Source: an optimization exercise on an open RTL-to-GDS flow (aim: small area and a short achievable clock period). Production flows keep margins and buffers that such runs may drop. RTL that was checked went through simulation tests only; none was proved equivalent to the original. Function not checked in run 1: the RTL went through the layout flow alone. Power is estimated from default activity; no workload was simulated.

==> design.v <==
module cor_acc (
    input  wire        clk,
    input  wire        clr,        
    input  wire        en,         
    input  wire        neg,        
    input  wire signed [10:0] y,
    output reg  signed [23:0] acc,
    output wire        sat         
);
    wire [23:0] base = clr ? 24'd0 : acc;
    wire [10:0] op   = en ? (y ^ {11{neg}}) : 11'd0;
    wire [24:0] full = {base[23], base} + {{14{op[10]}}, op} + {24'd0, en & neg};
    assign sat = (full[24] != full[23]);
    always @(posedge clk)
        acc <= sat ? {full[24], {23{~full[24]}}} : full[23:0];
endmodule
module cor_codegen (
    input  wire        clk,
    input  wire        restart,      
    input  wire        adv,          
    input  wire        epoch,        
    input  wire [26:0] g1_taps,
    input  wire [26:0] g1_init,
    input  wire [26:0] h1,
    input  wire [26:0] g2_taps,
    input  wire [26:0] g2_init,
    input  wire [26:0] h2,
    input  wire [15:0] g1_rst,
    input  wire [15:0] g2_rst,
    input  wire        sec_on,       
    input  wire [4:0]  slen_m1,      
    input  wire [31:0] sdat,
    input  wire [4:0]  sidx_init,
    output wire        chip,         
    output reg  [4:0]  sidx          
);
    reg [26:0] g1, g2;
    reg [15:0] k1, k2;               
    wire out1 = |(g1 & h1);
    wire out2 = |(g2 & h2);
    wire sec  = sec_on & sdat[sidx];
    assign chip = out1 ^ out2 ^ sec;
    wire fb1 = ^(g1 & g1_taps);
    wire fb2 = ^(g2 & g2_taps);
    wire ret1 = (g1_rst != 16'd0) && (k1 == 16'd1);
    wire ret2 = (g2_rst != 16'd0) && (k2 == 16'd1);
    wire [4:0] sidx_next = (!sec_on || sidx == slen_m1) ? 5'd0 : sidx + 5'd1;
    always @(posedge clk) begin
        if (restart) begin
            g1   <= g1_init;
            g2   <= g2_init;
            k1   <= g1_rst;
            k2   <= g2_rst;
            sidx <= sidx_init;
        end else if (adv) begin
            if (epoch) begin
                g1   <= g1_init;
                g2   <= g2_init;
                k1   <= g1_rst;
                k2   <= g2_rst;
                sidx <= sidx_next;
            end else begin
                g1 <= ret1 ? g1_init : {g1[25:0], fb1};
                k1 <= ret1 ? g1_rst  : k1 - 16'd1;
                g2 <= ret2 ? g2_init : {g2[25:0], fb2};
                k2 <= ret2 ? g2_rst  : k2 - 16'd1;
            end
        end
    end
endmodule
module cor_hightap (
    input  wire [26:0] taps,
    output wire [26:0] h
);
    wire [26:0] above;               
    assign above[26] = 1'b0;
    genvar k;
    generate
        for (k = 25; k >= 0; k = k - 1) begin : g_sm
            assign above[k] = above[k+1] | taps[k+1];
        end
    endgenerate
    assign h = taps & ~above;
endmodule
module cor_replica (
    input  wire [3:0]  z4,
    input  wire        sin,        
    input  wire        cos,        
    output wire        s           
);
    assign s = (sin & z4[3]) | (cos & ~(z4[3] ^ z4[2]));
endmodule
module cor_slot (
    input  wire         clk,
    input  wire         rst,           
    input  wire         cfg_we,
    input  wire [4:0]   cfg_addr,
    input  wire [31:0]  cfg_wdata,
    input  wire         start,
    input  wire         s_valid,
    input  wire [3:0]   s_i,
    input  wire [3:0]   s_q,
    input  wire         s_flag,
    output reg          dump_valid,
    output wire [15:0]  dump_seq,
    output wire         dump_sat,
    output wire [31:0]  dump_nflag,
    output wire [31:0]  dump_nsamp,
    output wire [47:0]  dump_carr,
    output wire [10:0]  dump_sidx,
    output wire [223:0] dump_tap_i,    
    output wire [223:0] dump_tap_q
);
    reg        i_rst, i_start, i_we, i_sv, i_sf;
    reg [4:0]  i_addr;
    reg [31:0] i_wd;
    reg [3:0]  i_si, i_sq;
    always @(posedge clk) begin
        i_rst   <= rst;
        i_start <= start;
        i_we    <= cfg_we;
        i_addr  <= cfg_addr;
        i_wd    <= cfg_wdata;
        i_sv    <= s_valid;
        i_si    <= s_i;
        i_sq    <= s_q;
        i_sf    <= s_flag;
    end
    reg [6:0]  r_ndump;
    reg [31:0] r_carr_rate, r_carr_frac, r_code_rate, r_code_frac;
    reg [15:0] r_carr_int, r_seq;
    reg [4:0]  r_sidx_a, r_sidx_b;
    reg [5:0]  r_sp1, r_sp2;
    reg [8:0]  r_nzlag;        
    reg        r_on_a, r_on_b;         
    reg        r_sin_a, r_sin_b;       
    reg        r_cos_a, r_cos_b;       
    reg [3:0]  r_h_a, r_h_b;           
    reg [23:0] r_len;
    reg [26:0] r_a_g1t, r_a_g1i, r_a_g2t, r_a_g2i;
    reg [26:0] r_b_g1t, r_b_g1i, r_b_g2t, r_b_g2i;
    reg [15:0] r_a_g1r, r_a_g2r, r_b_g1r, r_b_g2r;
    reg        r_son_a, r_son_b;       
    reg [4:0]  r_slm1_a, r_slm1_b;     
    reg [31:0] r_sdat_a, r_sdat_b;
    wire       kind_w  = (i_wd[1:0] == 2'd1);
    wire       sin_w   = (i_wd[4:2] == 3'd1);
    wire       cos_w   = (i_wd[4:2] == 3'd2);
    wire       son_w   = (i_wd[10:0] >= 11'd2);
    wire [4:0] slm1_w  = i_wd[4:0] - 5'd1;
    wire [8:0] nzlag_w = 9'd4 + ((i_wd[23:16] == 8'd0) ? 9'd128 : {1'b0, i_wd[23:16]});
    always @(posedge clk) begin
        if (i_we) begin
            case (i_addr)
                5'd0:  r_ndump <= i_wd[30:24];
                5'd1:  r_carr_rate <= i_wd;
                5'd2:  r_carr_frac <= i_wd;
                5'd3:  begin r_carr_int <= i_wd[15:0]; r_seq <= i_wd[31:16]; end
                5'd4:  r_code_rate <= i_wd;
                5'd5:  r_code_frac <= i_wd;
                5'd6:  begin r_sidx_a <= i_wd[4:0]; r_sidx_b <= i_wd[20:16]; end
                5'd7:  begin r_sp1 <= i_wd[5:0]; r_sp2 <= i_wd[13:8]; r_nzlag <= nzlag_w; end
                5'd8:  begin r_on_a <= kind_w; r_sin_a <= sin_w; r_cos_a <= cos_w; r_h_a <= i_wd[9:6]; end
                5'd9:  r_len <= i_wd[23:0];
                5'd10: r_a_g1t <= i_wd[26:0];
                5'd11: r_a_g1i <= i_wd[26:0];
                5'd12: r_a_g2t <= i_wd[26:0];
                5'd13: r_a_g2i <= i_wd[26:0];
                5'd14: begin r_a_g1r <= i_wd[15:0]; r_a_g2r <= i_wd[31:16]; end
                5'd15: begin r_on_b <= kind_w; r_sin_b <= sin_w; r_cos_b <= cos_w; r_h_b <= i_wd[9:6]; end
                5'd16: r_b_g1t <= i_wd[26:0];
                5'd17: r_b_g1i <= i_wd[26:0];
                5'd18: r_b_g2t <= i_wd[26:0];
                5'd19: r_b_g2i <= i_wd[26:0];
                5'd20: begin r_b_g1r <= i_wd[15:0]; r_b_g2r <= i_wd[31:16]; end
                5'd21: begin r_son_a <= son_w; r_slm1_a <= slm1_w; end
                5'd22: r_sdat_a <= i_wd;
                5'd23: begin r_son_b <= son_w; r_slm1_b <= slm1_w; end
                5'd24: r_sdat_b <= i_wd;
                default: ;
            endcase
        end
    end
    reg         running;       
    reg         acc_on;        
    reg [31:0]  carr_rate, code_rate;    
    reg [47:0]  theta;         
    reg [31:0]  code_frac;     
    reg [23:0]  pleft;         
    reg         pl1, pl5;      
    reg [6:0]   dleft;         
    reg         dl1;           
    reg [15:0]  seq;
    reg [47:0]  carr_rec;      
    reg [7:0]   hist_a;        
    reg [8:0]   nz_wait;       
    reg         nz_on;         
    reg [23:0]  nz_left;       
    reg         nz_ep;         
    reg [3:0]   hist_b;        
    wire take = running && i_sv && !i_start;
    wire [32:0] code_sum = {1'b0, code_frac} + {1'b0, code_rate};
    wire        adv      = take && code_sum[32];
    wire        pepoch   = adv && pl1;
    wire        gepoch   = pl5;
    wire        dump     = pepoch && acc_on && dl1;
    wire        acc_en   = take && acc_on;
    wire [47:0] theta_next = theta + {{16{carr_rate[31]}}, carr_rate};
    wire        chip_a, chip_b, chip_n;
    wire [4:0]  sidx_a, sidx_b, sidx_n;
    wire [26:0] h_a1, h_a2, h_b1, h_b2;
    cor_hightap u_ht_a1 (.taps(r_a_g1t), .h(h_a1));
    cor_hightap u_ht_a2 (.taps(r_a_g2t), .h(h_a2));
    cor_hightap u_ht_b1 (.taps(r_b_g1t), .h(h_b1));
    cor_hightap u_ht_b2 (.taps(r_b_g2t), .h(h_b2));
    cor_codegen u_gen_a (
        .clk(clk), .restart(i_start), .adv(adv), .epoch(gepoch),
        .g1_taps(r_a_g1t), .g1_init(r_a_g1i), .h1(h_a1),
        .g2_taps(r_a_g2t), .g2_init(r_a_g2i), .h2(h_a2), .g1_rst(r_a_g1r), .g2_rst(r_a_g2r),
        .sec_on(r_son_a), .slen_m1(r_slm1_a), .sdat(r_sdat_a), .sidx_init(r_sidx_a),
        .chip(chip_a), .sidx(sidx_a)
    );
    cor_codegen u_gen_b (
        .clk(clk), .restart(i_start), .adv(adv), .epoch(gepoch),
        .g1_taps(r_b_g1t), .g1_init(r_b_g1i), .h1(h_b1),
        .g2_taps(r_b_g2t), .g2_init(r_b_g2i), .h2(h_b2), .g1_rst(r_b_g1r), .g2_rst(r_b_g2r),
        .sec_on(r_son_b), .slen_m1(r_slm1_b), .sdat(r_sdat_b), .sidx_init(r_sidx_b),
        .chip(chip_b), .sidx(sidx_b)
    );
    wire nz_adv = adv && nz_on;
    cor_codegen u_gen_n (
        .clk(clk), .restart(i_start), .adv(nz_adv), .epoch(nz_ep),
        .g1_taps(r_a_g1t), .g1_init(r_a_g1i), .h1(h_a1),
        .g2_taps(r_a_g2t), .g2_init(r_a_g2i), .h2(h_a2), .g1_rst(r_a_g1r), .g2_rst(r_a_g2r),
        .sec_on(r_son_a), .slen_m1(r_slm1_a), .sdat(r_sdat_a), .sidx_init(r_sidx_a),
        .chip(chip_n), .sidx(sidx_n)
    );
    wire [8:0]   chips_a = {hist_a, chip_a};
    wire [4:0]   chips_b = {hist_b, chip_b};
    wire [6:0] ph_ve = {3'b000, code_frac[31:28]} + {1'b0, r_sp2};
    wire [6:0] ph_e  = {3'b000, code_frac[31:28]} + {1'b0, r_sp1};
    wire [6:0] ph_l  = {3'b000, code_frac[31:28]} - {1'b0, r_sp1};
    wire [6:0] ph_vl = {3'b000, code_frac[31:28]} - {1'b0, r_sp2};
    wire [3:0] j_ve = 4'd4 - {1'b0, ph_ve[6:4]};
    wire [3:0] j_e  = 4'd4 - {1'b0, ph_e[6:4]};
    wire [3:0] j_l  = 4'd4 - {ph_l[6],  ph_l[6:4]};
    wire [3:0] j_vl = 4'd4 - {ph_vl[6], ph_vl[6:4]};
    wire [6:0] tap_chip;
    assign tap_chip[0] = chips_a[j_ve];
    assign tap_chip[1] = chips_a[j_e];
    assign tap_chip[2] = chips_a[4];
    assign tap_chip[3] = chips_a[j_l];
    assign tap_chip[4] = chips_a[j_vl];
    assign tap_chip[5] = chips_b[4];
    assign tap_chip[6] = nz_on & chip_n;
    wire [31:0] za = code_frac * {28'd0, r_h_a};
    wire [31:0] zb = code_frac * {28'd0, r_h_b};
    always @(posedge clk) begin
        if (i_rst) begin
            running <= 1'b0;
            acc_on  <= 1'b0;
        end else if (i_start) begin
            running   <= 1'b1;
            acc_on    <= 1'b0;
            carr_rate <= r_carr_rate;
            code_rate <= r_code_rate;
            theta     <= {r_carr_int, r_carr_frac};
            code_frac <= r_code_frac;
            pleft     <= 24'd4;
            pl1       <= 1'b0;
            pl5       <= 1'b0;
            seq       <= r_seq;
            hist_a    <= 8'd0;
            nz_wait   <= r_nzlag;
            nz_on     <= 1'b0;
            nz_left   <= r_len;
            nz_ep     <= 1'b0;
            hist_b    <= 4'd0;
        end else if (take) begin
            theta     <= theta_next;
            code_frac <= code_sum[31:0];
            if (adv) begin
                pleft  <= pl1 ? r_len : pleft - 24'd1;
                pl1    <= (pleft == 24'd2);
                pl5    <= (pleft == 24'd6);
                hist_a <= {hist_a[6:0], chip_a};
                if (!nz_on) begin
                    nz_wait <= nz_wait - 9'd1;
                    nz_on   <= (nz_wait == 9'd1);
                end else begin
                    nz_left <= nz_ep ? r_len : nz_left - 24'd1;
                    nz_ep   <= (nz_left == 24'd2);
                end
                hist_b <= {hist_b[2:0], chip_b};
            end
            if (pepoch) begin
                carr_rate <= r_carr_rate;
                code_rate <= r_code_rate;
                acc_on    <= 1'b1;
                dleft     <= (!acc_on || dl1) ? r_ndump : dleft - 7'd1;
                dl1       <= (!acc_on || dl1) ? (r_ndump == 7'd1) : (dleft == 7'd2);
            end
            if (dump) begin
                seq      <= seq + 16'd1;
                carr_rec <= theta_next;
            end
        end
    end
    reg         m_en, m_flag, m_dump;
    reg [5:0]   m_k6;          
    reg [3:0]   m_si, m_sq;
    reg [6:0]   m_chip;        
    reg [3:0]   m_za, m_zb;
    always @(posedge clk) begin
        m_en   <= acc_en && !i_rst;
        m_dump <= dump && !i_rst;
        m_flag <= i_sf;
        m_k6   <= theta[31:26];
        m_si   <= i_si;
        m_sq   <= i_sq;
        m_chip <= tap_chip;
        m_za   <= za[31:28];
        m_zb   <= zb[31:28];
    end
    function [8:0] mul_c;
        input [6:0] a;
        begin
            case (a)
                7'd0: mul_c = 9'd31;
                7'd1: mul_c = 9'd31;
                7'd2: mul_c = 9'd30;
                7'd3: mul_c = 9'd29;
                7'd4: mul_c = 9'd28;
                7'd5: mul_c = 9'd27;
                7'd6: mul_c = 9'd25;
                7'd7: mul_c = 9'd23;
                7'd8: mul_c = 9'd21;
                7'd9: mul_c = 9'd18;
                7'd10: mul_c = 9'd16;
                7'd11: mul_c = 9'd13;
                7'd12: mul_c = 9'd10;
                7'd13: mul_c = 9'd8;
                7'd14: mul_c = 9'd5;
                7'd15: mul_c = 9'd2;
                7'd16: mul_c = 9'd93;
                7'd17: mul_c = 9'd93;
                7'd18: mul_c = 9'd90;
                7'd19: mul_c = 9'd87;
                7'd20: mul_c = 9'd84;
                7'd21: mul_c = 9'd81;
                7'd22: mul_c = 9'd75;
                7'd23: mul_c = 9'd69;
                7'd24: mul_c = 9'd63;
                7'd25: mul_c = 9'd54;
                7'd26: mul_c = 9'd48;
                7'd27: mul_c = 9'd39;
                7'd28: mul_c = 9'd30;
                7'd29: mul_c = 9'd24;
                7'd30: mul_c = 9'd15;
                7'd31: mul_c = 9'd6;
                7'd32: mul_c = 9'd155;
                7'd33: mul_c = 9'd155;
                7'd34: mul_c = 9'd150;
                7'd35: mul_c = 9'd145;
                7'd36: mul_c = 9'd140;
                7'd37: mul_c = 9'd135;
                7'd38: mul_c = 9'd125;
                7'd39: mul_c = 9'd115;
                7'd40: mul_c = 9'd105;
                7'd41: mul_c = 9'd90;
                7'd42: mul_c = 9'd80;
                7'd43: mul_c = 9'd65;
                7'd44: mul_c = 9'd50;
                7'd45: mul_c = 9'd40;
                7'd46: mul_c = 9'd25;
                7'd47: mul_c = 9'd10;
                7'd48: mul_c = 9'd217;
                7'd49: mul_c = 9'd217;
                7'd50: mul_c = 9'd210;
                7'd51: mul_c = 9'd203;
                7'd52: mul_c = 9'd196;
                7'd53: mul_c = 9'd189;
                7'd54: mul_c = 9'd175;
                7'd55: mul_c = 9'd161;
                7'd56: mul_c = 9'd147;
                7'd57: mul_c = 9'd126;
                7'd58: mul_c = 9'd112;
                7'd59: mul_c = 9'd91;
                7'd60: mul_c = 9'd70;
                7'd61: mul_c = 9'd56;
                7'd62: mul_c = 9'd35;
                7'd63: mul_c = 9'd14;
                7'd64: mul_c = 9'd279;
                7'd65: mul_c = 9'd279;
                7'd66: mul_c = 9'd270;
                7'd67: mul_c = 9'd261;
                7'd68: mul_c = 9'd252;
                7'd69: mul_c = 9'd243;
                7'd70: mul_c = 9'd225;
                7'd71: mul_c = 9'd207;
                7'd72: mul_c = 9'd189;
                7'd73: mul_c = 9'd162;
                7'd74: mul_c = 9'd144;
                7'd75: mul_c = 9'd117;
                7'd76: mul_c = 9'd90;
                7'd77: mul_c = 9'd72;
                7'd78: mul_c = 9'd45;
                7'd79: mul_c = 9'd18;
                7'd80: mul_c = 9'd341;
                7'd81: mul_c = 9'd341;
                7'd82: mul_c = 9'd330;
                7'd83: mul_c = 9'd319;
                7'd84: mul_c = 9'd308;
                7'd85: mul_c = 9'd297;
                7'd86: mul_c = 9'd275;
                7'd87: mul_c = 9'd253;
                7'd88: mul_c = 9'd231;
                7'd89: mul_c = 9'd198;
                7'd90: mul_c = 9'd176;
                7'd91: mul_c = 9'd143;
                7'd92: mul_c = 9'd110;
                7'd93: mul_c = 9'd88;
                7'd94: mul_c = 9'd55;
                7'd95: mul_c = 9'd22;
                7'd96: mul_c = 9'd403;
                7'd97: mul_c = 9'd403;
                7'd98: mul_c = 9'd390;
                7'd99: mul_c = 9'd377;
                7'd100: mul_c = 9'd364;
                7'd101: mul_c = 9'd351;
                7'd102: mul_c = 9'd325;
                7'd103: mul_c = 9'd299;
                7'd104: mul_c = 9'd273;
                7'd105: mul_c = 9'd234;
                7'd106: mul_c = 9'd208;
                7'd107: mul_c = 9'd169;
                7'd108: mul_c = 9'd130;
                7'd109: mul_c = 9'd104;
                7'd110: mul_c = 9'd65;
                7'd111: mul_c = 9'd26;
                7'd112: mul_c = 9'd465;
                7'd113: mul_c = 9'd465;
                7'd114: mul_c = 9'd450;
                7'd115: mul_c = 9'd435;
                7'd116: mul_c = 9'd420;
                7'd117: mul_c = 9'd405;
                7'd118: mul_c = 9'd375;
                7'd119: mul_c = 9'd345;
                7'd120: mul_c = 9'd315;
                7'd121: mul_c = 9'd270;
                7'd122: mul_c = 9'd240;
                7'd123: mul_c = 9'd195;
                7'd124: mul_c = 9'd150;
                7'd125: mul_c = 9'd120;
                7'd126: mul_c = 9'd75;
                7'd127: mul_c = 9'd30;
                default: mul_c = 9'd0;
            endcase
        end
    endfunction
    function [8:0] mul_s;
        input [6:0] a;
        begin
            case (a)
                7'd0: mul_s = 9'd2;
                7'd1: mul_s = 9'd5;
                7'd2: mul_s = 9'd8;
                7'd3: mul_s = 9'd10;
                7'd4: mul_s = 9'd13;
                7'd5: mul_s = 9'd16;
                7'd6: mul_s = 9'd18;
                7'd7: mul_s = 9'd21;
                7'd8: mul_s = 9'd23;
                7'd9: mul_s = 9'd25;
                7'd10: mul_s = 9'd27;
                7'd11: mul_s = 9'd28;
                7'd12: mul_s = 9'd29;
                7'd13: mul_s = 9'd30;
                7'd14: mul_s = 9'd31;
                7'd15: mul_s = 9'd31;
                7'd16: mul_s = 9'd6;
                7'd17: mul_s = 9'd15;
                7'd18: mul_s = 9'd24;
                7'd19: mul_s = 9'd30;
                7'd20: mul_s = 9'd39;
                7'd21: mul_s = 9'd48;
                7'd22: mul_s = 9'd54;
                7'd23: mul_s = 9'd63;
                7'd24: mul_s = 9'd69;
                7'd25: mul_s = 9'd75;
                7'd26: mul_s = 9'd81;
                7'd27: mul_s = 9'd84;
                7'd28: mul_s = 9'd87;
                7'd29: mul_s = 9'd90;
                7'd30: mul_s = 9'd93;
                7'd31: mul_s = 9'd93;
                7'd32: mul_s = 9'd10;
                7'd33: mul_s = 9'd25;
                7'd34: mul_s = 9'd40;
                7'd35: mul_s = 9'd50;
                7'd36: mul_s = 9'd65;
                7'd37: mul_s = 9'd80;
                7'd38: mul_s = 9'd90;
                7'd39: mul_s = 9'd105;
                7'd40: mul_s = 9'd115;
                7'd41: mul_s = 9'd125;
                7'd42: mul_s = 9'd135;
                7'd43: mul_s = 9'd140;
                7'd44: mul_s = 9'd145;
                7'd45: mul_s = 9'd150;
                7'd46: mul_s = 9'd155;
                7'd47: mul_s = 9'd155;
                7'd48: mul_s = 9'd14;
                7'd49: mul_s = 9'd35;
                7'd50: mul_s = 9'd56;
                7'd51: mul_s = 9'd70;
                7'd52: mul_s = 9'd91;
                7'd53: mul_s = 9'd112;
                7'd54: mul_s = 9'd126;
                7'd55: mul_s = 9'd147;
                7'd56: mul_s = 9'd161;
                7'd57: mul_s = 9'd175;
                7'd58: mul_s = 9'd189;
                7'd59: mul_s = 9'd196;
                7'd60: mul_s = 9'd203;
                7'd61: mul_s = 9'd210;
                7'd62: mul_s = 9'd217;
                7'd63: mul_s = 9'd217;
                7'd64: mul_s = 9'd18;
                7'd65: mul_s = 9'd45;
                7'd66: mul_s = 9'd72;
                7'd67: mul_s = 9'd90;
                7'd68: mul_s = 9'd117;
                7'd69: mul_s = 9'd144;
                7'd70: mul_s = 9'd162;
                7'd71: mul_s = 9'd189;
                7'd72: mul_s = 9'd207;
                7'd73: mul_s = 9'd225;
                7'd74: mul_s = 9'd243;
                7'd75: mul_s = 9'd252;
                7'd76: mul_s = 9'd261;
                7'd77: mul_s = 9'd270;
                7'd78: mul_s = 9'd279;
                7'd79: mul_s = 9'd279;
                7'd80: mul_s = 9'd22;
                7'd81: mul_s = 9'd55;
                7'd82: mul_s = 9'd88;
                7'd83: mul_s = 9'd110;
                7'd84: mul_s = 9'd143;
                7'd85: mul_s = 9'd176;
                7'd86: mul_s = 9'd198;
                7'd87: mul_s = 9'd231;
                7'd88: mul_s = 9'd253;
                7'd89: mul_s = 9'd275;
                7'd90: mul_s = 9'd297;
                7'd91: mul_s = 9'd308;
                7'd92: mul_s = 9'd319;
                7'd93: mul_s = 9'd330;
                7'd94: mul_s = 9'd341;
                7'd95: mul_s = 9'd341;
                7'd96: mul_s = 9'd26;
                7'd97: mul_s = 9'd65;
                7'd98: mul_s = 9'd104;
                7'd99: mul_s = 9'd130;
                7'd100: mul_s = 9'd169;
                7'd101: mul_s = 9'd208;
                7'd102: mul_s = 9'd234;
                7'd103: mul_s = 9'd273;
                7'd104: mul_s = 9'd299;
                7'd105: mul_s = 9'd325;
                7'd106: mul_s = 9'd351;
                7'd107: mul_s = 9'd364;
                7'd108: mul_s = 9'd377;
                7'd109: mul_s = 9'd390;
                7'd110: mul_s = 9'd403;
                7'd111: mul_s = 9'd403;
                7'd112: mul_s = 9'd30;
                7'd113: mul_s = 9'd75;
                7'd114: mul_s = 9'd120;
                7'd115: mul_s = 9'd150;
                7'd116: mul_s = 9'd195;
                7'd117: mul_s = 9'd240;
                7'd118: mul_s = 9'd270;
                7'd119: mul_s = 9'd315;
                7'd120: mul_s = 9'd345;
                7'd121: mul_s = 9'd375;
                7'd122: mul_s = 9'd405;
                7'd123: mul_s = 9'd420;
                7'd124: mul_s = 9'd435;
                7'd125: mul_s = 9'd450;
                7'd126: mul_s = 9'd465;
                7'd127: mul_s = 9'd465;
                default: mul_s = 9'd0;
            endcase
        end
    endfunction
    wire [3:0] r4  = m_k6[3:0];
    wire       swp = m_k6[4];
    wire [2:0] mi  = swp ? m_sq[2:0] : m_si[2:0];     
    wire [2:0] mq  = swp ? m_si[2:0] : m_sq[2:0];
    wire       ni  = swp ? (m_sq[3] ^ m_k6[5]) : (m_si[3] ^ m_k6[5]);     
    wire       nq  = swp ? (~m_si[3] ^ m_k6[5]) : (m_sq[3] ^ m_k6[5]);
    wire [8:0] p1 = mul_c({mi, r4});    
    wire [8:0] p2 = mul_s({mq, r4});    
    wire [8:0] p3 = mul_c({mq, r4});    
    wire [8:0] p4 = mul_s({mi, r4});    
    wire        e  = ni ^ nq;
    wire [10:0] ui = {2'b0, p1} + ({2'b0, p2} ^ {11{e}}) + {10'd0, e};
    wire [10:0] uq = {2'b0, p3} + ({2'b0, p4} ^ {11{~e}}) + {10'd0, ~e};
    reg  [3:0]  sh1, sh2;
    wire [7:0]  sh1_w = r_sp1[3:0] * r_h_a;
    wire [7:0]  sh2_w = r_sp2[3:0] * r_h_a;
    always @(posedge clk) begin
        sh1 <= sh1_w[3:0];
        sh2 <= sh2_w[3:0];
    end
    wire [3:0] tap_z [0:6];
    assign tap_z[0] = m_za + sh2;
    assign tap_z[1] = m_za + sh1;
    assign tap_z[2] = m_za;
    assign tap_z[3] = m_za - sh1;
    assign tap_z[4] = m_za - sh2;
    assign tap_z[5] = m_zb;
    assign tap_z[6] = m_za;
    wire [6:0] tap_neg;
    genvar t;
    generate
        for (t = 0; t < 7; t = t + 1) begin : g_rep
            wire s;
            cor_replica u_rep (.z4(tap_z[t]), .sin(t == 5 ? r_sin_b : r_sin_a),
                               .cos(t == 5 ? r_cos_b : r_cos_a), .s(s));
            assign tap_neg[t] = m_chip[t] ^ s;
        end
    endgenerate
    reg               b_en, b_add, b_flag, b_dump;
    reg signed [10:0] b_yi, b_yq;
    reg [6:0]         b_negi, b_negq;
    always @(posedge clk) begin
        b_en   <= m_en && !i_rst;
        b_add  <= m_en && !i_rst && !m_flag;       
        b_dump <= m_dump && !i_rst && !i_start;
        b_flag <= m_flag;
        b_yi   <= ui;
        b_yq   <= uq;
        b_negi <= tap_neg ^ {7{ni}};
        b_negq <= tap_neg ^ {7{nq}};
    end
    reg         clr;           
    reg         sat_any;
    reg [31:0]  nflag, nsamp;
    wire [13:0] sat_now;
    wire [23:0] acc_i [0:6];
    wire [23:0] acc_q [0:6];
    generate
        for (t = 0; t < 7; t = t + 1) begin : g_tap
            wire tap_en = b_add && (t == 5 ? r_on_b : r_on_a);
            cor_acc u_acc_i (
                .clk(clk), .clr(clr), .en(tap_en), .neg(b_negi[t]), .y(b_yi),
                .acc(acc_i[t]), .sat(sat_now[2*t])
            );
            cor_acc u_acc_q (
                .clk(clk), .clr(clr), .en(tap_en), .neg(b_negq[t]), .y(b_yq),
                .acc(acc_q[t]), .sat(sat_now[2*t+1])
            );
            assign dump_tap_i[32*t +: 32] = {{8{acc_i[t][23]}}, acc_i[t]};
            assign dump_tap_q[32*t +: 32] = {{8{acc_q[t][23]}}, acc_q[t]};
        end
    endgenerate
    wire [31:0] nflag_base = clr ? 32'd0 : nflag;
    wire [31:0] nsamp_base = clr ? 32'd0 : nsamp;
    always @(posedge clk) begin
        clr        <= b_dump || i_start;
        dump_valid <= b_dump && !i_start && !i_rst && !rst;
        sat_any    <= (!clr && sat_any) || (b_en && (sat_now != 14'd0));
        nsamp      <= nsamp_base + {31'd0, b_en};
        nflag      <= nflag_base + {31'd0, b_en && b_flag && (nflag_base != 32'hffff_ffff)};
    end
    assign dump_seq   = seq;
    assign dump_sat   = sat_any;
    assign dump_nflag = nflag;
    assign dump_nsamp = nsamp;
    assign dump_carr  = carr_rec;
    assign dump_sidx  = {6'd0, sidx_a};
endmodule
==> flow/run.sh <==
#!/bin/bash
# Standard layout, with timing repair aiming at a larger setup slack margin.
set -uo pipefail
export SETUP_SLACK_MARGIN=8
bash standard.sh > standard.log 2>&1
==> standard.sh <==
#!/bin/bash
# synth_recipe.tcl (not shown) runs the flow's synth.tcl, then flattens the netlist and writes it again
# the make line also repeats each setting of config.mk as NAME=value (left out here)
make -C /OpenROAD-flow-scripts/flow DESIGN_CONFIG=/design/flow/config.mk WORK_HOME=/design/flow/orfs CLKGATE_MAP_FILE= SYNTH_SCRIPT=/design/flow/synth_recipe.tcl "${@:-finish}"
==> config.mk <==
export PLATFORM = sky130hd
export DESIGN_NAME = cor_slot
export DESIGN_NICKNAME = cor_slot
export VERILOG_FILES = /design/flow/design.v
export SDC_FILE = /design/flow/constraint.sdc
export NUM_CORES = 4
export LEC_CHECK = 0
export CAP_MARGIN = 20
export CORE_MARGIN = 2
export CORE_UTILIZATION = 55
export PLACE_DENSITY = 0.7
export SLEW_MARGIN = 20
==> constraint.sdc <==
create_clock -name core_clock -period 12.0 [get_ports {clk}]
set_input_delay 2.4000 -clock core_clock [delete_from_list [all_inputs] [get_ports {clk}]]
set_output_delay 2.4000 -clock core_clock [all_outputs]
set_load 0.01 [all_outputs]
==> run_results.csv, run 1 <==
group,metric,value,unit
status,status,"complete, no violations",
power,leakage,49.16,nW
synthesis,synth-xor-area-share,8.813,%
critical_path,crit_buf_inv,3,
detailed_routing,routed_wl,300.3,mm
synthesis,yosys_warnings,3,
sta,timing.fmax,0.2247,GHz
critical_path,path_common_cell,"fa_2",
sta,whs,0.3031,ns
sta,worst_slew_pin_slew,1.125,ns
global_route,grtUsageMet3,5.481,%
clock_tree,cts_made_buffers,181,
final_layout,multi_input_area,52250,µm²
sta,rsz0062_at_grt,"true",
critical_path,crit_fanout,6,
detailed_routing,ant_nets,0,
final_layout,layout.area.seq,45500,µm²
critical_path,crit_cells,18,
power,pwr_density_cell,126.8,nW/µm²
detailed_routing,vias,77130,
critical_path,crit_path_end_kind,"flip-flop",
final_layout,fillers,13600,
synthesis,synthAdderAreaFrac,10.58,%
synthesis,ys_seq_area_share,46.17,%
global_route,antenna_found_initial,16,
critical_path,r2r_cells,18,
detailed_routing,drt_iter0_markers,6938,
synthesis,syn_area,98160,µm²
global_route,use_met1,39.72,%
floorplanning,core-area,177800,µm²
placement,io_buffers,633,
final_layout,area_growth,21.20,%
final_layout,final_cell_mix,"edfxtp_1 (1154), nand2_1 (930), xnor2_1 (692), a21oi_1 (650), nor2_1 (561)",
clock_tree,cts_tree,"done",
placement,placed_cells,12160,
critical_path,crit_type,"reg2reg",
synthesis,synth_edf_count,1154,
critical_path,max_stage_delay,0.43,ns
global_route,grt_pass1_vias,74320,
synthesis,synth_cells,9519,
detailed_routing,dr.pass1.iters,9,
sta,setup_viol,0,
global_route,grt_max_degree,90,
placement,place_hpwl,193.8,mm
global_route,grt_pass1_wl,440.4,mm
sta,hold_viol_final,0,
floorplanning,num_rows,155,
global_route,top_usage_layer,"met2",
clock_tree,clk_latency,0.84,ns
critical_path,worst_ep_required_time,12.69,ns
floorplanning,start_util,55.20,%
critical_path,start_kind,"flip-flop",
floorplanning,die-area,181900,µm²
critical_path,critPathArrivalTime,5.14,ns
global_route,grt_overflow,0,
power,finalPower,0.01508,W
clock_tree,h-tree-depth,4,
synthesis,synthMuxAreaShare,3.449,%
min_path,hold_depth,0,
detailed_routing,post_drt_wl_per_cell,23.31,µm
critical_path,reg2reg_setup_slack,7.55,ns
synthesis,async_flop_share,0,%
synthesis,synthFlopType,"edfxtp_1",
clock_tree,cts_root_buf,"clkbuf_16",
synthesis,synth_compound_area_share,13.28,%
sta,report.final.slew_viol_count,0,
synthesis,synth_cell_type_count,104,
final_layout,layout_commonest_cell,"edfxtp_1",
final_layout,drive_above_1_share,15.64,%
sta,fin_setup_tns,0,ns
clock_tree,ctsHoldBuffers,0,
sta,fin_crit,4.451,ns
floorplanning,die_h,426.5,µm
clock_tree,path_clk_slew,0.07,ns
clock_tree,clk_path_buf_depth,3,
critical_path,crit_path_top_delay_cell,"nor4_4",
floorplanning,dieWidth,426.5,µm
final_layout,final_nets,11110,
global_route,grt_usage,31.40,%
placement,gp_congestion,0.9450,
sta,fin_crit_sh,37.09,%
critical_path,worstPathCellList,"and2_4 > buf_12 > buf_4 > nand2_1 > fa_2 > inv_1 > fa_2 > a211oi_4 > o21ai_2 > a211oi_2 > a21oi_2 > a221oi_2 > o21ai_1 > a21oi_1 > xor2_1 > nand3b_1 > nor4_4 > a41oi_1",
detailed_routing,drc_errors,0,
critical_path,crit_family,"compound AO/OA/AOI/OAI gates",
floorplanning,io-pin-count,640,
detailed_routing,avgViaCountPerCell,5.985,
power,peakVddDrop,0.1503,mV
synthesis,avgSynthCellArea,10.31,µm²
clock_tree,clock_sinks,1687,
final_layout,fin_cells,12890,
synthesis,ys_ff_latch,1687,
sta,maxSlewHeadroom,24.69,%
synthesis,yosys.area_share.simple,14.02,%
sta,worst_clock_skew,0.06476,ns
run,maxCapViolCount,0,
min_path,hold_path_class,"reg2reg",
global_route,use_met2,52.85,%
synthesis,synth_top_family_by_area,"simple AND/OR/NAND/NOR gates",
path summary, 6_finish.rpt:
kind / from / endpoint
max: r_on_a$_DFFE_PP_ / sat_any$_DFF_P_
min: i_sq[0]$_DFF_P_ / m_sq[0]$_DFF_P_
min reg2reg: i_sq[0]$_DFF_P_ / m_sq[0]$_DFF_P_
max reg2reg: r_on_a$_DFFE_PP_ / sat_any$_DFF_P_
per-stage QoR:
stage,cell area (µm²),worst slack (ns),util [%]
6_report,119000,7.549,66.90
5_1_grt,118900,7.431,66.88
4_1_cts,115900,7.481,65.15
3_5_place_dp,106600,5.879,59.94
3_3_place_gp,106600,5.924,59.94
2_1_floorplan,98550,6.650,-
registers in the layout, indices dropped and copies added, names as in the netlist, 48 cells and up:
name / count
carr_rec: 48
g_tap.u_acc_i.acc: 168
g_tap.u_acc_q.acc: 168
theta: 48
layout make-up:
type                    instances  share of cell area [%]
well taps                    2355                   2.477
diodes                         11                 0.02314
inverters                     363                   1.161
clock buffers                 246                   4.232
flip-flops and latches       1687                   38.25
multi-input cells            7024                   43.92
repair buffers               1110                   9.077
clock inverters                91                  0.8645
metal layers:
metal	vias up	part of all wire [%]
li1	35690	-
met1	37520	40
met2	3270	48
met3	644	7.5
met4	4	4.7
met5	-	0.0090
power by group:
group	total, W	internal (W)	switching, W
clock network	0.00568	0.00325	0.00243
logic	0.00256	0.00110	0.00146
registers	0.00685	0.00648	0.000368
synthesized netlist by cell type, drive strengths merged, types with 21 or more instances:
master | number | share of area [%]
or4 | 22 | 0.17
o21ai | 594 | 3.0
xor2 | 283 | 2.5
a21boi | 21 | 0.16
xnor2 | 703 | 6.3
mux4 | 34 | 0.78
nor2 | 619 | 2.4
ha | 550 | 7.0
dfxtp | 533 | 11
and3 | 38 | 0.24
maj3 | 62 | 0.63
nor2b | 411 | 2.6
nand4 | 52 | 0.33
a31oi | 69 | 0.45
clkbuf | 265 | 1.0
a211o | 30 | 0.27
a21o | 203 | 1.6
or2 | 22 | 0.14
nor4 | 75 | 0.49
mux2 | 184 | 2.1
nor3 | 145 | 0.74
nand2 | 968 | 3.7
a211oi | 71 | 0.54
mux2i | 54 | 0.56
nand2b | 112 | 0.71
o21a | 83 | 0.63
a21oi | 714 | 3.6
buf | 203 | 1.3
nor3b | 22 | 0.17
edfxtp | 1154 | 35
nand3 | 139 | 0.71
and2 | 110 | 0.70
o21bai | 67 | 0.51
o211ai | 32 | 0.24
fa | 144 | 2.9
or3 | 52 | 0.33
o31ai | 51 | 0.40
inv | 360 | 1.4
a221oi | 21 | 0.21
kinds of logic after synthesis:
logic type | count (synthesis)
flops | 1687
simple gates | 2853
other cells | 1
fa+ha+maj | 756
mux | 272
compound gates | 2133
xor+xnor | 986
buf+inv | 831
what timing repair did:
action,in CTS,in global routing
endpoints found under the setup margin,1352,756
resized for setup,1220,422
setup buffers,169,156
cloned,32,22
pin swaps,94,172
==> inputs of run 2 (changes only) <==
--- a/design.v
+++ b/design.v
@@ -9,10 +9,16 @@
 );
     wire [23:0] base = clr ? 24'd0 : acc;
     wire [10:0] op   = en ? (y ^ {11{neg}}) : 11'd0;
-    wire [24:0] full = {base[23], base} + {{14{op[10]}}, op} + {24'd0, en & neg};
-    assign sat = (full[24] != full[23]);
+    wire [11:0] lo   = {1'b0, base[10:0]} + {1'b0, op} + {11'd0, en & neg};
+    wire [12:0] hp   = base[23:11] + 13'd1;
+    wire [12:0] hm   = base[23:11] - 13'd1;
+    wire        up   = lo[11] & ~op[10];
+    wire        dn   = ~lo[11] & op[10];
+    wire [12:0] hi   = up ? hp : dn ? hm : base[23:11];
+    wire ovf = (up & ~base[23] & hp[12]) | (dn & base[23] & ~hm[12]);
+    assign sat = ovf;
     always @(posedge clk)
-        acc <= sat ? {full[24], {23{~full[24]}}} : full[23:0];
+        acc <= ovf ? {base[23], {23{~base[23]}}} : {hi, lo[10:0]};
 endmodule
 module cor_codegen (
     input  wire        clk,
@@ -632,12 +638,13 @@
             assign tap_neg[t] = m_chip[t] ^ s;
         end
     endgenerate
-    reg               b_en, b_add, b_flag, b_dump;
+    reg               b_en, b_add_a, b_add_b, b_flag, b_dump;
     reg signed [10:0] b_yi, b_yq;
     reg [6:0]         b_negi, b_negq;
     always @(posedge clk) begin
         b_en   <= m_en && !i_rst;
-        b_add  <= m_en && !i_rst && !m_flag;       
+        b_add_a <= m_en && !i_rst && !m_flag && r_on_a;    
+        b_add_b <= m_en && !i_rst && !m_flag && r_on_b;    
         b_dump <= m_dump && !i_rst && !i_start;
         b_flag <= m_flag;
         b_yi   <= ui;
@@ -653,7 +660,7 @@
     wire [23:0] acc_q [0:6];
     generate
         for (t = 0; t < 7; t = t + 1) begin : g_tap
-            wire tap_en = b_add && (t == 5 ? r_on_b : r_on_a);
+            wire tap_en = (t == 5) ? b_add_b : b_add_a;
             cor_acc u_acc_i (
                 .clk(clk), .clr(clr), .en(tap_en), .neg(b_negi[t]), .y(b_yi),
                 .acc(acc_i[t]), .sat(sat_now[2*t])
@@ -671,7 +678,7 @@
     always @(posedge clk) begin
         clr        <= b_dump || i_start;
         dump_valid <= b_dump && !i_start && !i_rst && !rst;
-        sat_any    <= (!clr && sat_any) || (b_en && (sat_now != 14'd0));
+        sat_any    <= (!clr && sat_any) || (sat_now != 14'd0);
         nsamp      <= nsamp_base + {31'd0, b_en};
         nflag      <= nflag_base + {31'd0, b_en && b_flag && (nflag_base != 32'hffff_ffff)};
     end
==> flow/run.sh (replaced) <==
#!/bin/bash
# The standard layout (standard.sh: ORFS synthesis to finish), with the
# timing repair after CTS and after global routing aiming at 8 ns of setup
# slack instead of 0, so that it shortens the paths below the 12 ns clock.
# The ORFS logs stay under orfs/logs; standard.sh's own output goes to
# standard.log.
set -uo pipefail
export SETUP_SLACK_MARGIN=8
bash standard.sh > standard.log 2>&1
==> run 2 against run 1 <==
Effect of this change: still clean; maximum frequency increased by 10%; sequential cell count is 1 higher; cell count is 2.5% lower; clock skew hardly changed; largest power group unchanged; highest routed layer unchanged.
==> run_results.csv, run 2 <==
group,metric,value,unit
global_route,grt_pass1_wl,441.0,mm
placement,gp_congestion,0.9464,
final_layout,final_cell_mix,"edfxtp_1 (1154), nand2_1 (1146), o21ai_0 (634), nor2_1 (622), xnor2_1 (516)",
power,peakVddDrop,0.1688,mV
clock_tree,cts_tree,"done",
status,status,"complete, no violations",
clock_tree,clk_latency,0.87,ns
floorplanning,io-pin-count,640,
sta,report.final.slew_viol_count,0,
sta,fin_setup_tns,0,ns
synthesis,synthMuxAreaShare,4.071,%
power,leakage,45.13,nW
critical_path,crit_path_end_kind,"output port",
synthesis,async_flop_share,0,%
sta,fin_crit_sh,33.71,%
final_layout,drive_above_1_share,13.96,%
floorplanning,num_rows,153,
critical_path,crit_fanout,3,
detailed_routing,ant_nets,0,
synthesis,yosys.area_share.simple,16.17,%
floorplanning,dieWidth,422.4,µm
final_layout,final_nets,10680,
sta,maxSlewHeadroom,24.08,%
synthesis,ys_seq_area_share,47.10,%
sta,worst_clock_skew,0.06460,ns
power,pwr_density_cell,131.3,nW/µm²
sta,timing.fmax,0.2472,GHz
clock_tree,clk_path_buf_depth,3,
synthesis,synth_commonest_cells,"edfxtp_1 (1154), nand2_1 (1154), nor2_1 (650), o21ai_0 (650), dfxtp_1 (534)",
synthesis,synth-xor-area-share,7.987,%
clock_tree,h-tree-depth,4,
synthesis,synthFlopType,"edfxtp_1",
synthesis,ys_ff_latch,1688,
floorplanning,start_util,55.38,%
synthesis,syn_area,96260,µm²
detailed_routing,routed_wl,296.1,mm
synthesis,yosys.area.top_type,"edfxtp_1",
global_route,grt_usage,31.96,%
floorplanning,die_h,422.4,µm
sta,rsz0062_at_grt,"true",
detailed_routing,post_drt_wl_per_cell,23.56,µm
synthesis,netlist.area_leader.share,36.00,%
synthesis,synth_edf_count,1154,
synthesis,synth_cell_type_count,103,
placement,place_hpwl,194.5,mm
clock_tree,clock_sinks,1688,
detailed_routing,drt_iter0_markers,7683,
final_layout,area_growth,17.58,%
sta,fin_crit,4.046,ns
critical_path,start_kind,"flip-flop",
detailed_routing,dr.pass1.iters,6,
detailed_routing,drc_errors,0,
sta,hold_viol_final,0,
detailed_routing,avgViaCountPerCell,6.041,
placement,io_buffers,633,
sta,setup_viol,0,
synthesis,avgSynthCellArea,10.12,µm²
run,maxCapViolCount,0,
synthesis,synthAdderAreaFrac,8.152,%
critical_path,crit_type,"reg2out",
synthesis,yosys_warnings,3,
global_route,grt_max_degree,132,
final_layout,layout_commonest_cell,"edfxtp_1",
synthesis,synth_top_family_by_area,"simple AND/OR/NAND/NOR gates",
critical_path,critPathArrivalTime,1.65,ns
synthesis,synth_cells,9515,
final_layout,largestRegisters,"g_tap.u_acc_i.acc x168, g_tap.u_acc_q.acc x168",
clock_tree,cts_root_buf,"clkbuf_16",
sta,whs,0.2792,ns
floorplanning,die-area,178400,µm²
global_route,antenna_found_initial,13,
clock_tree,path_clk_slew,0.06,ns
global_route,grt_pass1_vias,72580,
critical_path,worst_ep_required_time,9.60,ns
global_route,grt_overflow,0,
final_layout,utilization,65.12,%
clock_tree,cts_made_buffers,180,
min_path,hold_path_class,"reg2reg",
synthesis,synthTopCellsByArea,"edfxtp_1 (36%), dfxtp_1 (11%), ha_1 (5.1%)",
detailed_routing,vias,75930,
floorplanning,core-area,173800,µm²
synthesis,synth_compound_area_share,12.51,%
sta,worst_slew_pin_slew,1.124,ns
## run 2: per-layer routing
layer | share of wire (%) | up-vias | track usage [%]
li1 | - | 35000 | -
met1 | 40 | 37000 | 41.57
met2 | 47 | 3328 | 52.48
met3 | 7.4 | 604 | 4.716
met4 | 5.3 | 2 | 15.35
met5 | 0.0024 | - | 0
## run 2: stage by stage
stage | cells | worst slack [ns] | power (W) | area (µm²)
final | 12570 | 7.954 | 0.01486 | 113200
after global routing | 12570 | 7.859 | 0.01537 | 113200
after CTS | 12510 | 7.824 | 0.01485 | 112100
after detailed placement | 12050 | 6.139 | 0.009165 | 104300
after global placement | 12050 | 6.227 | 0.009103 | 104200
after floorplan | 9520 | 6.133 | 0.008423 | 96590
## run 2: power by group
group | internal [W] | switching [W] | total, W | leakage [nW]
combinational | 0.000947 | 0.00119 | 0.00213 | 27.0
clock | 0.00324 | 0.00244 | 0.00567 | 2.94
sequential | 0.00648 | 0.000577 | 0.00706 | 15.2
total | 0.0107 | 0.00420 | 0.0149 | 45.1
## run 2: worst paths after layout
kind         cells after the start               to                             start  slack, ns
max                              4  dump_tap_q[216]  g_tap[6].u_acc_q.acc[23]$_DFF_P_       7.95
min                              0  m_sq[2]$_DFF_P_                   i_sq[2]$_DFF_P_       0.28
min reg2reg                      0  m_sq[2]$_DFF_P_                   i_sq[2]$_DFF_P_       0.28
max reg2reg                     13  sat_any$_DFF_P_                   b_yq[0]$_DFF_P_       7.99
## run 2: layout make-up
cell class	instances	area, µm²
multi-input cells	6947	48280
well taps	2325	2909
inverters	369	1414
flip-flops and latches	1688	45750
clock buffers	235	4989
repair buffers	905	8787
clock inverters	98	1050
diodes	2	5.005
fillers	13890	60630
## run 2: worst max-delay path: stages (launching register included)
cell,delay [ns]
dfxtp_4,0.35
buf_8,0.13
buf_12,0.12
buf_6,0.11
buf_6,0.11
## run 2: repair_timing
action	in CTS	in global routing
pin swaps	28	29
resized for setup	1489	182
setup buffers	111	43
cloned	18	14
hold buffers	0	0
setup endpoints to repair	1390	690
hold endpoints to repair	0	0
## run 2: logic make-up after synthesis
family / count (synthesis)
muxes: 321
other: 1
adders and majority gates: 541
AOI/OAI and AO/OA: 1939
DFF: 1688
and+or+nand+nor: 3251
buffers and inverters: 897
xor gates and xnor gates: 877
==> inputs of run 3 (changes only) <==
--- a/design.v
+++ b/design.v
@@ -1,15 +1,14 @@
 module cor_acc (
     input  wire        clk,
     input  wire        clr,        
-    input  wire        en,         
     input  wire        neg,        
     input  wire signed [10:0] y,
     output reg  signed [23:0] acc,
     output wire        sat         
 );
     wire [23:0] base = clr ? 24'd0 : acc;
-    wire [10:0] op   = en ? (y ^ {11{neg}}) : 11'd0;
-    wire [11:0] lo   = {1'b0, base[10:0]} + {1'b0, op} + {11'd0, en & neg};
+    wire [10:0] op   = y ^ {11{neg}};
+    wire [11:0] lo   = {1'b0, base[10:0]} + {1'b0, op} + {11'd0, neg};
     wire [12:0] hp   = base[23:11] + 13'd1;
     wire [12:0] hm   = base[23:11] - 13'd1;
     wire        up   = lo[11] & ~op[10];
@@ -638,17 +637,19 @@
             assign tap_neg[t] = m_chip[t] ^ s;
         end
     endgenerate
-    reg               b_en, b_add_a, b_add_b, b_flag, b_dump;
-    reg signed [10:0] b_yi, b_yq;
+    reg               b_en, b_flag, b_dump;
+    reg signed [10:0] b_yi_a, b_yq_a, b_yi_b, b_yq_b;
     reg [6:0]         b_negi, b_negq;
+    wire              add_a = m_en && !i_rst && !m_flag && r_on_a;
+    wire              add_b = m_en && !i_rst && !m_flag && r_on_b;
     always @(posedge clk) begin
         b_en   <= m_en && !i_rst;
-        b_add_a <= m_en && !i_rst && !m_flag && r_on_a;    
-        b_add_b <= m_en && !i_rst && !m_flag && r_on_b;    
         b_dump <= m_dump && !i_rst && !i_start;
         b_flag <= m_flag;
-        b_yi   <= ui;
-        b_yq   <= uq;
+        b_yi_a <= add_a ? ui : 11'd0;
+        b_yq_a <= add_a ? uq : 11'd0;
+        b_yi_b <= add_b ? ui : 11'd0;
+        b_yq_b <= add_b ? uq : 11'd0;
         b_negi <= tap_neg ^ {7{ni}};
         b_negq <= tap_neg ^ {7{nq}};
     end
@@ -660,13 +661,12 @@
     wire [23:0] acc_q [0:6];
     generate
         for (t = 0; t < 7; t = t + 1) begin : g_tap
-            wire tap_en = (t == 5) ? b_add_b : b_add_a;
             cor_acc u_acc_i (
-                .clk(clk), .clr(clr), .en(tap_en), .neg(b_negi[t]), .y(b_yi),
+                .clk(clk), .clr(clr), .neg(b_negi[t]), .y(t == 5 ? b_yi_b : b_yi_a),
                 .acc(acc_i[t]), .sat(sat_now[2*t])
             );
             cor_acc u_acc_q (
-                .clk(clk), .clr(clr), .en(tap_en), .neg(b_negq[t]), .y(b_yq),
+                .clk(clk), .clr(clr), .neg(b_negq[t]), .y(t == 5 ? b_yq_b : b_yq_a),
                 .acc(acc_q[t]), .sat(sat_now[2*t+1])
             );
             assign dump_tap_i[32*t +: 32] = {{8{acc_i[t][23]}}, acc_i[t]};
==> flow/run.sh (replaced) <==
#!/bin/bash
# The standard layout (standard.sh: ORFS synthesis to finish), with:
# - timing repair after CTS and after global routing aiming at 8 ns of setup
#   slack instead of 0, so that it shortens the paths below the 12 ns clock;
# - ports buffered with sky130_fd_sc_hd__buf_2 cells;
# - sizing free to change a cell's footprint.
# The ORFS logs stay under orfs/logs; standard.sh's own output goes to
# standard.log.
set -uo pipefail
export SETUP_SLACK_MARGIN=8
export BUFFER_PORTS_ARGS="-buffer_cell sky130_fd_sc_hd__buf_2"
bash standard.sh MATCH_CELL_FOOTPRINT=0 finish > standard.log 2>&1
==> run 3 against run 2 <==
Effect of this change: register-to-register slack hardly changed; clock power up 4.6%; cell count decreased by 0.88%; synthesized cell count down 0.68%; core utilization down 2.1 points; design area shrank 3.3%; still clean; setup slack gained 0.043 ns; first-iteration DRC count down 0.72%.
==> run_results.csv, run 3 <==
group,metric,value,unit
placement,io_buffers,633,
sta,rsz0062_at_grt,"true",
final_layout,largestRegisters,"g_tap.u_acc_i.acc x168, g_tap.u_acc_q.acc x168",
floorplanning,io-pin-count,640,
floorplanning,dieWidth,421.9,µm
power,seq_power_share,37.1,%
run,maxCapViolCount,0,
floorplanning,num_rows,153,
global_route,grt_pass1_wl,434.4,mm
power,peakVddDrop,0.1604,mV
power,p_sw_share,37.15,%
clock_tree,cts_made_buffers,182,
sta,worst_clock_skew,0.05310,ns
sta,whs,0.3243,ns
detailed_routing,avgViaCountPerCell,6.043,
clock_tree,path_clk_slew,0.06,ns
global_route,grt_max_degree,84,
critical_path,crit_cells,16,
critical_path,worstPathCellList,"buf_12 > nand2_4 > fa_1 > fa_1 > inv_1 > ha_1 > and4_1 > a21oi_2 > nor2b_1 > o21ai_1 > a21oi_2 > o31a_1 > o311ai_4 > a41oi_2 > buf_4 > xor2_1",
synthesis,synth_top_family_by_area,"simple AND/OR/NAND/NOR gates",
floorplanning,core-area,173600,µm²
power,internal_power,0.01400,W
synthesis,synthFlopType,"edfxtp_1",
status,status,"complete, no violations",
clock_tree,clk_path_buf_depth,3,
min_path,hold_path_class,"reg2reg",
critical_path,critPathLaunch,"r_h_b[3]$_DFFE_PP_",
clock_tree,cts_root_buf,"clkbuf_16",
clock_tree,h-tree-depth,4,
critical_path,crit_type,"reg2reg",
final_layout,area_growth,13.92,%
power,finalPower,0.02227,W
detailed_routing,post_drt_wl_per_cell,23.32,µm
sta,fin_setup_tns,0,ns
synthesis,async_flop_share,0,%
global_route,grt_pass1_vias,72470,
detailed_routing,routed_wl,290.5,mm
critical_path,crit_family,"compound AO/OA/AOI/OAI gates",
critical_path,reg2reg_to,"m_zb[2]$_DFF_P_",
detailed_routing,vias,75280,
placement,gp_congestion,0.9440,
critical_path,crit_fanout,3,
critical_path,timing.rr.start,"r_h_b[3]$_DFFE_PP_",
synthesis,synth-xor-area-share,8.092,%
global_route,antenna_found_initial,16,
critical_path,crit_path_end_kind,"flip-flop",
synthesis,synth_compound_area_share,12.68,%
critical_path,worst_ep_required_time,12.74,ns
critical_path,reg2reg_setup_slack,8.00,ns
final_layout,drive_above_1_share,16.79,%
synthesis,avgSynthCellArea,10.17,µm²
synthesis,synth_edf_count,1154,
sta,hold_viol_final,0,
synthesis,synthMuxAreaShare,3.995,%
final_layout,final_nets,10540,
synthesis,synth_most_common_cell,"edfxtp_1",
clock_tree,clock_sinks,1708,
critical_path,max_stage_delay,0.52,ns
synthesis,synthTopCellsByArea,"edfxtp_1 (36%), dfxtp_1 (12%), ha_1 (5.2%)",
detailed_routing,drc_errors,0,
sta,timing.fmax,0.2498,GHz
sta,setup_viol,0,
detailed_routing,ant_nets,0,
power,leakage,43.41,nW
floorplanning,die_h,421.9,µm
synthesis,synth_commonest_cells,"edfxtp_1 (1154), nand2_1 (1100), nor2_1 (658), o21ai_0 (649), dfxtp_1 (554)",
power,comb_power_share,36.3,%
critical_path,critPathCapture,"m_zb[2]$_DFF_P_",
placement,placed_cells,12010,
power,pwr_density_cell,203.5,nW/µm²
critical_path,crit_path_top_delay_cell,"fa_1",
synthesis,ys_ff_latch,1708,
synthesis,netlist.area_leader.share,36.07,%
sta,report.final.slew_viol_count,0,
detailed_routing,drt_iter0_markers,7628,
sta,fin_crit_sh,33.35,%
synthesis,yosys_warnings,3,
synthesis,synth_cells,9450,
synthesis,syn_area,96060,µm²
sta,maxSlewHeadroom,19.90,%
critical_path,r2r_cells,16,
global_route,grt_overflow,0,
final_layout,fin_cells,12460,
synthesis,ys_seq_area_share,47.62,%
power,power_switching,0.008272,W
critical_path,crit_buf_inv,3,
critical_path,start_kind,"flip-flop",
final_layout,final_cell_mix,"edfxtp_1 (1154), nand2_1 (1087), o21ai_0 (634), nor2_1 (634), buf_2 (629)",
synthesis,synth_cell_type_count,101,
sta,setup_ws,7.997,ns
placement,place_ws,6.378,ns
synthesis,synthAdderAreaFrac,7.909,%
final_layout,fillers,13940,
power,clkPwrFrac,26.6,%
floorplanning,die-area,178000,µm²
detailed_routing,dr.pass1.iters,7,
synthesis,yosys.area.top_type,"edfxtp_1",
sta,fin_crit,4.003,ns
critical_path,critPathArrivalTime,4.75,ns
floorplanning,start_util,55.33,%
clock_tree,cts_tree,"done",
synthesis,yosys.area_share.simple,15.73,%
final_layout,layout_commonest_cell,"edfxtp_1",
global_route,grt_usage,31.40,%
placement,place_hpwl,195.1,mm
clock_tree,clk_latency,0.86,ns
sta,worst_slew_pin_slew,1.200,ns
## run 3: worst reg2reg max path, delay by kind of cell (launching register included)
family	cells	cell delay (ns)
AOI/OAI and AO/OA	6	1.38
xor gates and xnor gates	1	0.13
adders and majority gates	3	1.24
buffers and inverters	3	0.41
DFF	1	0.44
and+or+nand+nor	3	0.30
## run 3: cell families after synthesis
kind of cell	Yosys count
simple gates	3153
fa+ha+maj	530
flops	1708
compound gates	1982
mux	314
buf+inv	877
xor+xnor	885
other cells	1
## run 3: final cells by class
class,count,area [µm²],share of cell area (%)
well taps,2325,2909,2.658
clock inverters,90,1201,1.098
inverters,363,1383,1.263
multi-input cells,6877,47440,43.35
repair buffers,833,5460,4.989
diodes,11,27.53,0.02515
flip-flops and latches,1708,45890,41.93
clock buffers,251,5129,4.686
## run 3: how the worst min path moves through the flow
stage	startpoint	end	depth (start not counted)
2_1_floorplan	i_sf$_DFF_P_	m_flag$_DFF_P_	0
3_3_place_gp	i_si[1]$_DFF_P_	m_si[1]$_DFF_P_	0
3_5_place_dp	i_sq[1]$_DFF_P_	m_sq[1]$_DFF_P_	0
4_1_cts	i_sq[1]$_DFF_P_	m_sq[1]$_DFF_P_	0
5_1_grt	i_sq[1]$_DFF_P_	m_sq[1]$_DFF_P_	0
6_report	i_sq[1]$_DFF_P_	m_sq[1]$_DFF_P_	0
## run 3: stage by stage
step           util [%]  cell area, µm²
2_1_floorplan         -           96220
3_3_place_gp      58.08          100900
3_5_place_dp      58.09          100900
4_1_cts           62.55          108600
5_1_grt           63.02          109400
6_report          63.03          109400
## run 3: timing repair
action                                  CTS  global route
hold buffers                              0             0
endpoints found under the setup margin  941           557
gates resized for setup                 218            99
pin swaps                                12            29
cloned                                   19             8
buffers inserted                         36            34
## run 3: power by group through the flow
| stage | Clock, W | Sequential [W] | Combinational [W] |
|---|---|---|---|
| 3_5_place_dp | 0 | 0.00832 | 0.00774 |
| 2_1_floorplan | 0 | 0.00799 | 0.00572 |
| 5_1_grt | 0.00623 | 0.00834 | 0.00889 |
| 4_1_cts | 0.00600 | 0.00822 | 0.00793 |
| 3_3_place_gp | 0 | 0.00831 | 0.00756 |
| 6_report | 0.00593 | 0.00826 | 0.00808 |
## run 3: routing by layer
metal	up-vias	part of all wire [%]	global-route usage, %
met1	36680	39	39.56
met2	3208	48	52.94
met5	-	0.0045	0
met4	2	5.4	14.81
li1	34710	-	-
met3	681	7.3	4.879
==> inputs of run 4 (changes only) <==
--- a/config.mk
+++ b/config.mk
@@ -7,6 +7,7 @@
 export LEC_CHECK = 0
 export CAP_MARGIN = 20
 export CORE_MARGIN = 2
-export CORE_UTILIZATION = 55
-export PLACE_DENSITY = 0.7
+export CORE_UTILIZATION = 60
+export CTS_CLUSTER_SIZE = 25
+export PLACE_DENSITY = 0.75
 export SLEW_MARGIN = 20
==> run 4 against run 3 <==
Effect of this change: largest cell class unchanged; still clean; first-iteration DRC count grew 9.9%; global-route usage grew 3.2 points; synthesized area is the same.
==> run_results.csv, run 4 <==
group,metric,value,unit
status,status,"complete, no violations",
min_path,hold_depth,0,
synthesis,syn_area,96060,µm²
sta,rsz0062_at_grt,"true",
clock_tree,cts_tree,"done",
critical_path,critPathArrivalTime,4.73,ns
placement,place_ws,6.353,ns
clock_tree,clk_path_buf_depth,3,
sta,timing.fmax,0.2495,GHz
clock_tree,cts_root_buf,"clkbuf_16",
min_path,hold_path_class,"reg2reg",
floorplanning,core-area,158700,µm²
sta,fin_crit,4.008,ns
synthesis,synth_commonest_cells,"edfxtp_1 (1154), nand2_1 (1100), nor2_1 (658), o21ai_0 (649), dfxtp_1 (554)",
final_layout,largestRegisters,"g_tap.u_acc_i.acc x168, g_tap.u_acc_q.acc x168",
critical_path,r2r_cells,16,
synthesis,avgSynthCellArea,10.17,µm²
floorplanning,start_util,60.51,%
critical_path,crit_fanout,6,
final_layout,layout_commonest_cell,"edfxtp_1",
clock_tree,cts_made_buffers,181,
sta,worst_slew_pin_slew,1.084,ns
global_route,grt_pass1_wl,435.5,mm
detailed_routing,drt_iter0_markers,8381,
detailed_routing,routed_wl,293.0,mm
sta,hold_viol_final,0,
floorplanning,die-area,163300,µm²
floorplanning,num_rows,146,
critical_path,crit_path_end_kind,"flip-flop",
synthesis,netlist.area_leader.share,36.07,%
critical_path,crit_type,"reg2reg",
final_layout,area_growth,13.65,%
synthesis,yosys.area.top_type,"edfxtp_1",
global_route,grt_usage,34.62,%
final_layout,drive_above_1_share,16.80,%
synthesis,synthTopCellsByArea,"edfxtp_1 (36%), dfxtp_1 (12%), ha_1 (5.2%)",
global_route,grt_pass1_vias,72950,
sta,fin_setup_tns,0,ns
global_route,grt_max_degree,87,
min_path,hold_start,"i_sf$_DFF_P_",
critical_path,reg2reg_to,"m_zb[3]$_DFF_P_",
floorplanning,die_h,404.1,µm
placement,place_hpwl,197.3,mm
clock_tree,ctsHoldBuffers,0,
synthesis,async_flop_share,0,%
final_layout,fin_area,109200,µm²
synthesis,synthFlopType,"edfxtp_1",
global_route,grt_overflow,0,
clock_tree,path_clk_slew,0.07,ns
power,peakVddDrop,0.1691,mV
sta,whs,0.3071,ns
synthesis,synth_cell_type_count,101,
synthesis,synth_most_common_cell,"edfxtp_1",
synthesis,synthMuxAreaShare,3.995,%
final_layout,final_cell_mix,"edfxtp_1 (1154), nand2_1 (1093), nor2_1 (636), o21ai_0 (633), buf_2 (627)",
sta,worst_clock_skew,0.05975,ns
clock_tree,h-tree-depth,4,
global_route,antenna_found_initial,22,
detailed_routing,drc_errors,0,
synthesis,ys_ff_latch,1708,
sta,setup_viol,0,
sta,fin_crit_sh,33.40,%
synthesis,synth_compound_area_share,12.68,%
critical_path,reg2reg_setup_slack,7.99,ns
synthesis,synthAdderAreaFrac,7.909,%
sta,maxSlewHeadroom,27.28,%
critical_path,worst_ep_required_time,12.72,ns
critical_path,critPathLaunch,"r_h_b[1]$_DFFE_PP_",
clock_tree,clk_latency,0.87,ns
placement,io_buffers,633,
min_path,holdPathEnd,"m_flag$_DFF_P_",
sta,setup_ws,7.992,ns
placement,gp_congestion,0.9755,
synthesis,synth_cells,9450,
final_layout,utilization,68.78,%
sta,report.final.slew_viol_count,0,
power,leakage,43.53,nW
synthesis,synth_edf_count,1154,
floorplanning,dieWidth,404.1,µm
synthesis,synth-xor-area-share,8.092,%
detailed_routing,avgViaCountPerCell,6.231,
final_layout,final_nets,10560,
detailed_routing,vias,76130,
clock_tree,clock_sinks,1708,
synthesis,ys_seq_area_share,47.62,%
detailed_routing,post_drt_wl_per_cell,23.98,µm
synthesis,yosys_warnings,3,
power,pwr_density_cell,205.5,nW/µm²
floorplanning,io-pin-count,640,
synthesis,synth_top_family_by_area,"simple AND/OR/NAND/NOR gates",
detailed_routing,ant_nets,0,
run,maxCapViolCount,0,
placement,placed_area,100500,µm²
synthesis,yosys.area_share.simple,15.73,%
critical_path,timing.rr.start,"r_h_b[1]$_DFFE_PP_",
critical_path,start_kind,"flip-flop",
detailed_routing,dr.pass1.iters,8,
-- run 4: cell counts after synthesis --
Identical to the previous run, type by type.
-- run 4: stage by stage --
stage          std cells  power, W
2_1_floorplan       9455   0.01370
3_3_place_gp       11760   0.01587
3_5_place_dp       11760   0.01610
4_1_cts            12150   0.02222
5_1_grt            12210   0.02361
6_report           12220   0.02243
-- run 4: cell type report --
type | instances | area [µm²]
inverter | 363 | 1384
multi-input combinational | 6875 | 47310
clock inverter | 101 | 1470
fill | 11870 | 49570
sequential | 1708 | 45890
tap | 2072 | 2592
timing repair buffer | 855 | 5575
antenna | 7 | 17.52
clock buffer | 236 | 4949
-- run 4: cells by family after synthesis --
family / after synthesis
other: 1
muxes: 314
buffers and inverters: 877
AOI/OAI and AO/OA: 1982
DFF: 1708
and+or+nand+nor: 3153
xor gates and xnor gates: 885
adders and majority gates: 530
-- run 4: worst max path at each step --
stage,endpoint,slack [ns]
2_1_floorplan,hist_a[0]$_SDFFCE_PP0P_,7.22
3_3_place_gp,u_gen_a.g2[4]$_DFFE_PN_,6.47
3_5_place_dp,u_gen_a.g2[4]$_DFFE_PN_,6.35
4_1_cts,u_gen_a.k1[1]$_DFFE_PN_,7.92
5_1_grt,m_zb[3]$_DFF_P_,7.95
6_report,m_zb[3]$_DFF_P_,7.99
-- run 4: power breakdown --
group | total (W) | switching, W | internal, W
Combinational | 0.00815 | 0.00473 | 0.00342
Clock | 0.00602 | 0.00252 | 0.00351
Sequential | 0.00826 | 0.00113 | 0.00713
Total | 0.0224 | 0.00837 | 0.0141
-- run 4: critical path: stages (launching register included) --
cell and delay [ns]:
edfxtp_1 0.42, buf_4 0.18, clkbuf_16 0.15, nand2_1 0.08
fa_1 0.55, inv_1 0.05, fa_1 0.44, ha_1 0.28
o21ai_0 0.07, nand2b_1 0.09, a21oi_1 0.10, nor4_1 0.46
o31a_1 0.26, o311ai_2 0.10, a41oi_2 0.26, a21oi_2 0.13
xnor2_2 0.25
-- run 4: metal layers --
metal  GRT usage [%]  vias to the layer above  routed length (µm)
met1           44.06                    36910              112000
met3           6.623                      761               27000
met4           18.50                       10               16490
met5               0                        -                  70
met2           56.12                     3712              137400
li1                -                    34740                   -
-- run 4: repair_timing --
item / in CTS / in global routing
gates cloned: 18 / 9
resized for setup: 185 / 104
pin swaps: 9 / 23
setup endpoints to repair: 942 / 513
buffers inserted: 30 / 56

==> afterwards: timing with drivers on the ports <==
In the flow no input, the clock included, has a driving cell. The finished layouts below were timed again as built, in two steps. Step 1 sets driving cells, clkbuf_16 on the clock port and buf_2 on the other inputs (assumed; they add their load-dependent delay and slew). Step 2 also shifts input and output timing later by t, the mid clock arrival at the registers, as if the neighbouring blocks saw the same clock. a / b / c = ideal ports / drivers / drivers and shift; a / b = the first two.
| run | t, ns | setup WS [ns] | hold slack, ns | worst setup path at the end | pins driven straight from the clock port |
|---|---|---|---|---|---|
| run 1 | 0.900 | 7.549 / 7.549 / 7.549 | 0.303 / 0.303 / 0.303 | register to register | 1 |
| run 2 | 0.923 | 7.954 / 7.865 / 7.989 | 0.279 / 0.279 / 0.279 | register to register | 1 |
| run 3 | 0.903 | 7.997 / 7.971 / 7.997 | 0.324 / 0.324 / 0.324 | register to register | 1 |
| run 4 | 0.923 | 7.992 / 7.944 / 7.992 | 0.307 / 0.307 / 0.307 | register to register | 1 |
After both steps every run listed still meets setup and hold.
